What follows belongs to an exercise in optimizing a design on an open flow for small area, a short achievable clock period and few clock cycles; a production flow would make more cautious choices.
RTL that was checked went through simulation tests only; none was proved equivalent to the original.
Power figures rest on the tool's default switching activity, not on a simulated workload.

maple:
==> flow/design.v <==
module glk_scrambler (
    input  wire        clk,
    input  wire        step,       
    input  wire        load,       
    input  wire [57:0] seed,
    output wire [9:0]  ks          
);
    reg  [57:0] state;
    wire [57:0] cur = load ? seed : state;
    assign ks = cur[57:48] ^ cur[38:29];
    always @(posedge clk)
        if (step)
            state <= {cur[47:0], ks};
endmodule
module glk_scrambler_ld (
    input  wire        clk,
    input  wire        step,       
    input  wire        load,       
    input  wire [57:0] seed,
    output wire [9:0]  ks          
);
    reg  [57:0] state;
    assign ks = state[57:48] ^ state[38:29];
    always @(posedge clk)
        if (load)
            state <= seed;
        else if (step)
            state <= {state[47:0], ks};
endmodule
module glk_rs_enc (
    input  wire       clk,
    input  wire       msg,
    input  wire       shift,
    input  wire       msg_n,
    input  wire [9:0] din_n,
    output wire [9:0] par_top
);
    function [9:0] gf10_mul;
        input [9:0] a;
        input [9:0] b;
        reg   [19:0] p;
        integer i;
        begin
            p = 20'd0;
            for (i = 0; i < 10; i = i + 1)
                if (b[i])
                    p = p ^ ({10'd0, a} << i);
            for (i = 19; i >= 10; i = i - 1)
                if (p[i])
                    p = p ^ (20'h00409 << (i - 10));
            gf10_mul = p[9:0];
        end
    endfunction
    localparam [349:0] GEN = {
        10'h366, 10'h3fc, 10'h352, 10'h15b, 10'h23d, 10'h0d7, 10'h066,
        10'h0a7, 10'h308, 10'h27d, 10'h0e9, 10'h1cc, 10'h132, 10'h175,
        10'h0cc, 10'h20d, 10'h242, 10'h37e, 10'h3e3, 10'h2fd, 10'h382,
        10'h2fd, 10'h2e3, 10'h0af, 10'h3df, 10'h07e, 10'h036, 10'h2f3,
        10'h04c, 10'h00e, 10'h37d, 10'h34c, 10'h0a9, 10'h0bb, 10'h07b
    };
    reg  [349:0] par;                     
    reg  [9:0]   fb;                      
    reg  [349:0] nxt;
    assign par_top = par[349:340];
    integer i;
    always @(*) begin
        nxt[9:0] = gf10_mul(fb, GEN[9:0]);
        for (i = 1; i < 35; i = i + 1)
            nxt[10*i +: 10] = par[10*(i-1) +: 10] ^ gf10_mul(fb, GEN[10*i +: 10]);
    end
    always @(posedge clk) begin
        if (msg | shift)
            par <= nxt;
        fb <= (din_n ^ ((msg | shift) ? nxt[349:340] : par[349:340])) & {10{msg_n}};
    end
endmodule
module glk_rs_syn (
    input  wire         clk,
    input  wire         en,
    input  wire         first,
    input  wire [9:0]   din,
    output wire [349:0] syn,      
    output wire [9:0]   zero
);
    function [9:0] gf10_mul;
        input [9:0] a;
        input [9:0] b;
        reg   [19:0] p;
        integer i;
        begin
            p = 20'd0;
            for (i = 0; i < 10; i = i + 1)
                if (b[i])
                    p = p ^ ({10'd0, a} << i);
            for (i = 19; i >= 10; i = i - 1)
                if (p[i])
                    p = p ^ (20'h00409 << (i - 10));
            gf10_mul = p[9:0];
        end
    endfunction
    localparam [349:0] ROOT = {
        10'h0d1, 10'h26c, 10'h136, 10'h09b, 10'h249, 10'h320, 10'h190,
        10'h0c8, 10'h064, 10'h032, 10'h019, 10'h208, 10'h104, 10'h082,
        10'h041, 10'h224, 10'h112, 10'h089, 10'h240, 10'h120, 10'h090,
        10'h048, 10'h024, 10'h012, 10'h009, 10'h200, 10'h100, 10'h080,
        10'h040, 10'h020, 10'h010, 10'h008, 10'h004, 10'h002, 10'h001
    };
    reg  [349:0] s;
    reg  [349:0] t;                       
    reg  [349:0] nxt;
    assign syn = s;
    integer j;
    always @(*)
        for (j = 0; j < 35; j = j + 1) begin
            t[10*j +: 10]   = gf10_mul(s[10*j +: 10], ROOT[10*j +: 10]);
            nxt[10*j +: 10] = (t[10*j +: 10] & {10{~first}}) ^ din;
        end
    reg  [9:0] all1, all0;
    integer k;
    always @(*)
        for (k = 0; k < 10; k = k + 1) begin
            all1[k] = 1'b1;
            all0[k] = 1'b1;
            for (j = 0; j < 35; j = j + 1) begin
                all1[k] = all1[k] &  t[10*j + k];
                all0[k] = all0[k] & ~t[10*j + k];
            end
        end
    assign zero = (din & all1) | (~din & all0);
    always @(posedge clk)
        if (en)
            s <= nxt;
endmodule
module glk_fec (
    input  wire         clk,
    input  wire         rst,
    input  wire         tx_in_valid,
    output wire         tx_in_ready,
    input  wire [9:0]   tx_in_data,
    input  wire         tx_in_reseed,
    input  wire [57:0]  tx_seed,
    output reg          tx_out_valid,
    output reg  [9:0]   tx_out_data,
    input  wire         rx_in_valid,
    input  wire [9:0]   rx_in_data,
    input  wire         rx_in_reseed,
    input  wire [57:0]  rx_seed,
    output reg          rx_out_valid,
    output reg  [9:0]   rx_out_data,
    output reg          rx_done,
    output wire         rx_ok,
    output wire [349:0] rx_syn
);
    localparam [8:0] N_MSG  = 9'd325;
    localparam [8:0] N_LAST = 9'd359;
    reg  [8:0] tx_cnt;
    reg        tx_rdy;
    reg        tx_fl;
    wire       tx_acc   = tx_in_valid & tx_rdy;
    wire       tx_step  = tx_acc | ~tx_rdy;
    wire       tx_load  = tx_acc & tx_in_reseed & (tx_cnt == 9'd0) & ~rst;
    wire [8:0] tx_cnxt  = (tx_cnt == N_LAST) ? 9'd0 : tx_cnt + 9'd1;
    wire [9:0] tx_ks;
    assign tx_in_ready = tx_rdy;
    reg        tx_v1;                     
    reg        tx_p1;                     
    reg        tx_o1;                     
    reg  [9:0] tx_d1;
    wire [9:0] tx_ptop;
    glk_scrambler_ld u_tx_scr (
        .clk  (clk),
        .step (tx_v1 | tx_p1),
        .load (tx_load),
        .seed (tx_seed),
        .ks   (tx_ks)
    );
    glk_rs_enc u_enc (
        .clk     (clk),
        .msg     (tx_v1),
        .shift   (tx_p1),
        .msg_n   (tx_acc & ~rst),
        .din_n   (tx_in_data),
        .par_top (tx_ptop)
    );
    always @(posedge clk) begin
        if (rst) begin
            tx_cnt       <= N_MSG;
            tx_rdy       <= 1'b0;
            tx_fl        <= 1'b1;
            tx_v1        <= 1'b0;
            tx_p1        <= 1'b0;
            tx_o1        <= 1'b0;
            tx_out_valid <= 1'b0;
        end else begin
            if (tx_step) begin
                tx_cnt <= tx_cnxt;
                tx_rdy <= (tx_cnxt < N_MSG);
                if (tx_cnt == N_LAST)
                    tx_fl <= 1'b0;
            end
            tx_v1        <= tx_acc;
            tx_p1        <= ~tx_rdy;
            tx_o1        <= tx_step & ~tx_fl;
            tx_out_valid <= tx_o1;
        end
        tx_d1       <= tx_in_data;
        tx_out_data <= (tx_p1 ? tx_ptop : tx_d1) ^ tx_ks;
    end
    reg  [8:0] rx_cnt;
    reg        rx_v1, rx_f1, rx_l1;
    reg  [4:0] rx_okr;                    
    wire       rx_first = (rx_cnt == 9'd0);
    wire       rx_load  = rx_in_valid & rx_in_reseed & rx_first;
    wire [9:0] rx_ks;
    wire [9:0] rx_zero;
    glk_scrambler u_rx_scr (
        .clk  (clk),
        .step (rx_in_valid),
        .load (rx_load),
        .seed (rx_seed),
        .ks   (rx_ks)
    );
    glk_rs_syn u_syn (
        .clk   (clk),
        .en    (rx_v1),
        .first (rx_f1),
        .din   (rx_out_data),
        .syn   (rx_syn),
        .zero  (rx_zero)
    );
    assign rx_ok = &rx_okr;
    always @(posedge clk) begin
        if (rst) begin
            rx_cnt       <= 9'd0;
            rx_out_valid <= 1'b0;
            rx_v1        <= 1'b0;
            rx_done      <= 1'b0;
        end else begin
            rx_out_valid <= rx_in_valid & (rx_cnt < N_MSG);
            rx_v1        <= rx_in_valid;
            rx_done      <= rx_v1 & rx_l1;
            if (rx_in_valid)
                rx_cnt <= (rx_cnt == N_LAST) ? 9'd0 : rx_cnt + 9'd1;
        end
        rx_f1       <= rx_first;
        rx_l1       <= (rx_cnt == N_LAST);
        rx_out_data <= rx_in_data ^ rx_ks;
        rx_okr      <= rx_zero[9:5] & rx_zero[4:0];
    end
endmodule
export LEC_CHECK = 0
export CAP_MARGIN = 20
export CORE_MARGIN = 2
export CORE_UTILIZATION = 40
export SETUP_SLACK_MARGIN = 2.9
export SLEW_MARGIN = 40
create_clock -name core_clock -period 5.5 [get_ports {clk}]
standard.sh (not shown) runs the stock make flow with config.mk's settings and CLKGATE_MAP_FILE= SYNTH_SCRIPT=/design/flow/synth_recipe.tcl, a recipe that flattens the netlist after the stock synthesis.
==> flow/flow/run.sh <==
#!/bin/bash
# Standard layout, with smaller port buffers and a clock tree without dummy
# loads.  Each tool's output goes to a log file in this folder.
export BUFFER_PORTS_ARGS="-buffer_cell sky130_fd_sc_hd__buf_1"
export CTS_ARGS="-sink_clustering_enable -repair_clock_nets -dont_use_dummy_load -sink_clustering_size 20 -sink_clustering_max_diameter 100"
bash standard.sh > standard.log 2>&1
## Diff of input files: pine against maple
--- a/flow/design.v
+++ b/flow/design.v
@@ -208,4 +208,5 @@
     end
     reg  [8:0] rx_cnt;
+    reg  [9:0] rx_d1;
     reg        rx_v1, rx_f1, rx_l1;
     reg  [4:0] rx_okr;                    
@@ -225,5 +226,5 @@
         .en    (rx_v1),
         .first (rx_f1),
-        .din   (rx_out_data),
+        .din   (rx_d1),
         .syn   (rx_syn),
         .zero  (rx_zero)
@@ -246,4 +247,5 @@
         rx_l1       <= (rx_cnt == N_LAST);
         rx_out_data <= rx_in_data ^ rx_ks;
+        rx_d1       <= (rx_in_data ^ rx_ks) & {10{rx_in_valid}};
         rx_okr      <= rx_zero[9:5] & rx_zero[4:0];
     end
Findings:
Count of input and output buffers came out exactly the same in maple and pine.
Relative to maple, the sequential cell area measured on pine has increased slightly.
Per the comparison of pine with maple, minimum clock period lower, share of layout cells above drive strength 1 dropped 0.91 points, met3 routing resource usage after global routing moved down, via count of the first global-routing pass was more or less identical, total power shrank by 9.0%.
pine improves on maple in internal power.
Going from maple to pine, post-cts resize count shrinks by about 13%.
Wire: pine routes less than maple
| growth of design area from synthesis to finish | pine vs maple | 0.75 points lower |
Comparing pine with maple, the number of cells produced by synthesis came out essentially unchanged.
Testbench counts of pine, summed over its fixed seeds: cycles 46,376.
No functional check of the RTL was part of maple.

==> separate check: timing with driven ports <==
In the flow no input, the clock included, has a driving cell. The finished layouts below were timed again as built, in two steps. Step 1: set_driving_cell puts a clkbuf_16 on clk and a buf_2 on each other input, an assumption about the parent block. Step 2 moves the port delays by t, midway between the first and last clock arrival at a register: inputs arrive t later, outputs are due t later. That takes back most of the time a late clock gives input paths. Slacks: ideal / step 1 / step 2; pairs: ideal / step 1.
run	t, ns	setup slack, ns	worst hold slack (ns)	worst setup path at the end	latest minus earliest clock arrival (ns)
maple	0.734	2.621 / 2.621 / 2.403	0.445 / 0.445 / 0.445	input to register	0.055 / 0.055
pine	0.727	2.864 / 2.851 / 2.496	0.434 / 0.434 / 0.434	input to register	0.058 / 0.058
After both steps setup and hold are still met in every run listed. For pine, which loses most, drivers alone change the setup slack by -0.013 ns; drivers and shift together by -0.368 ns.
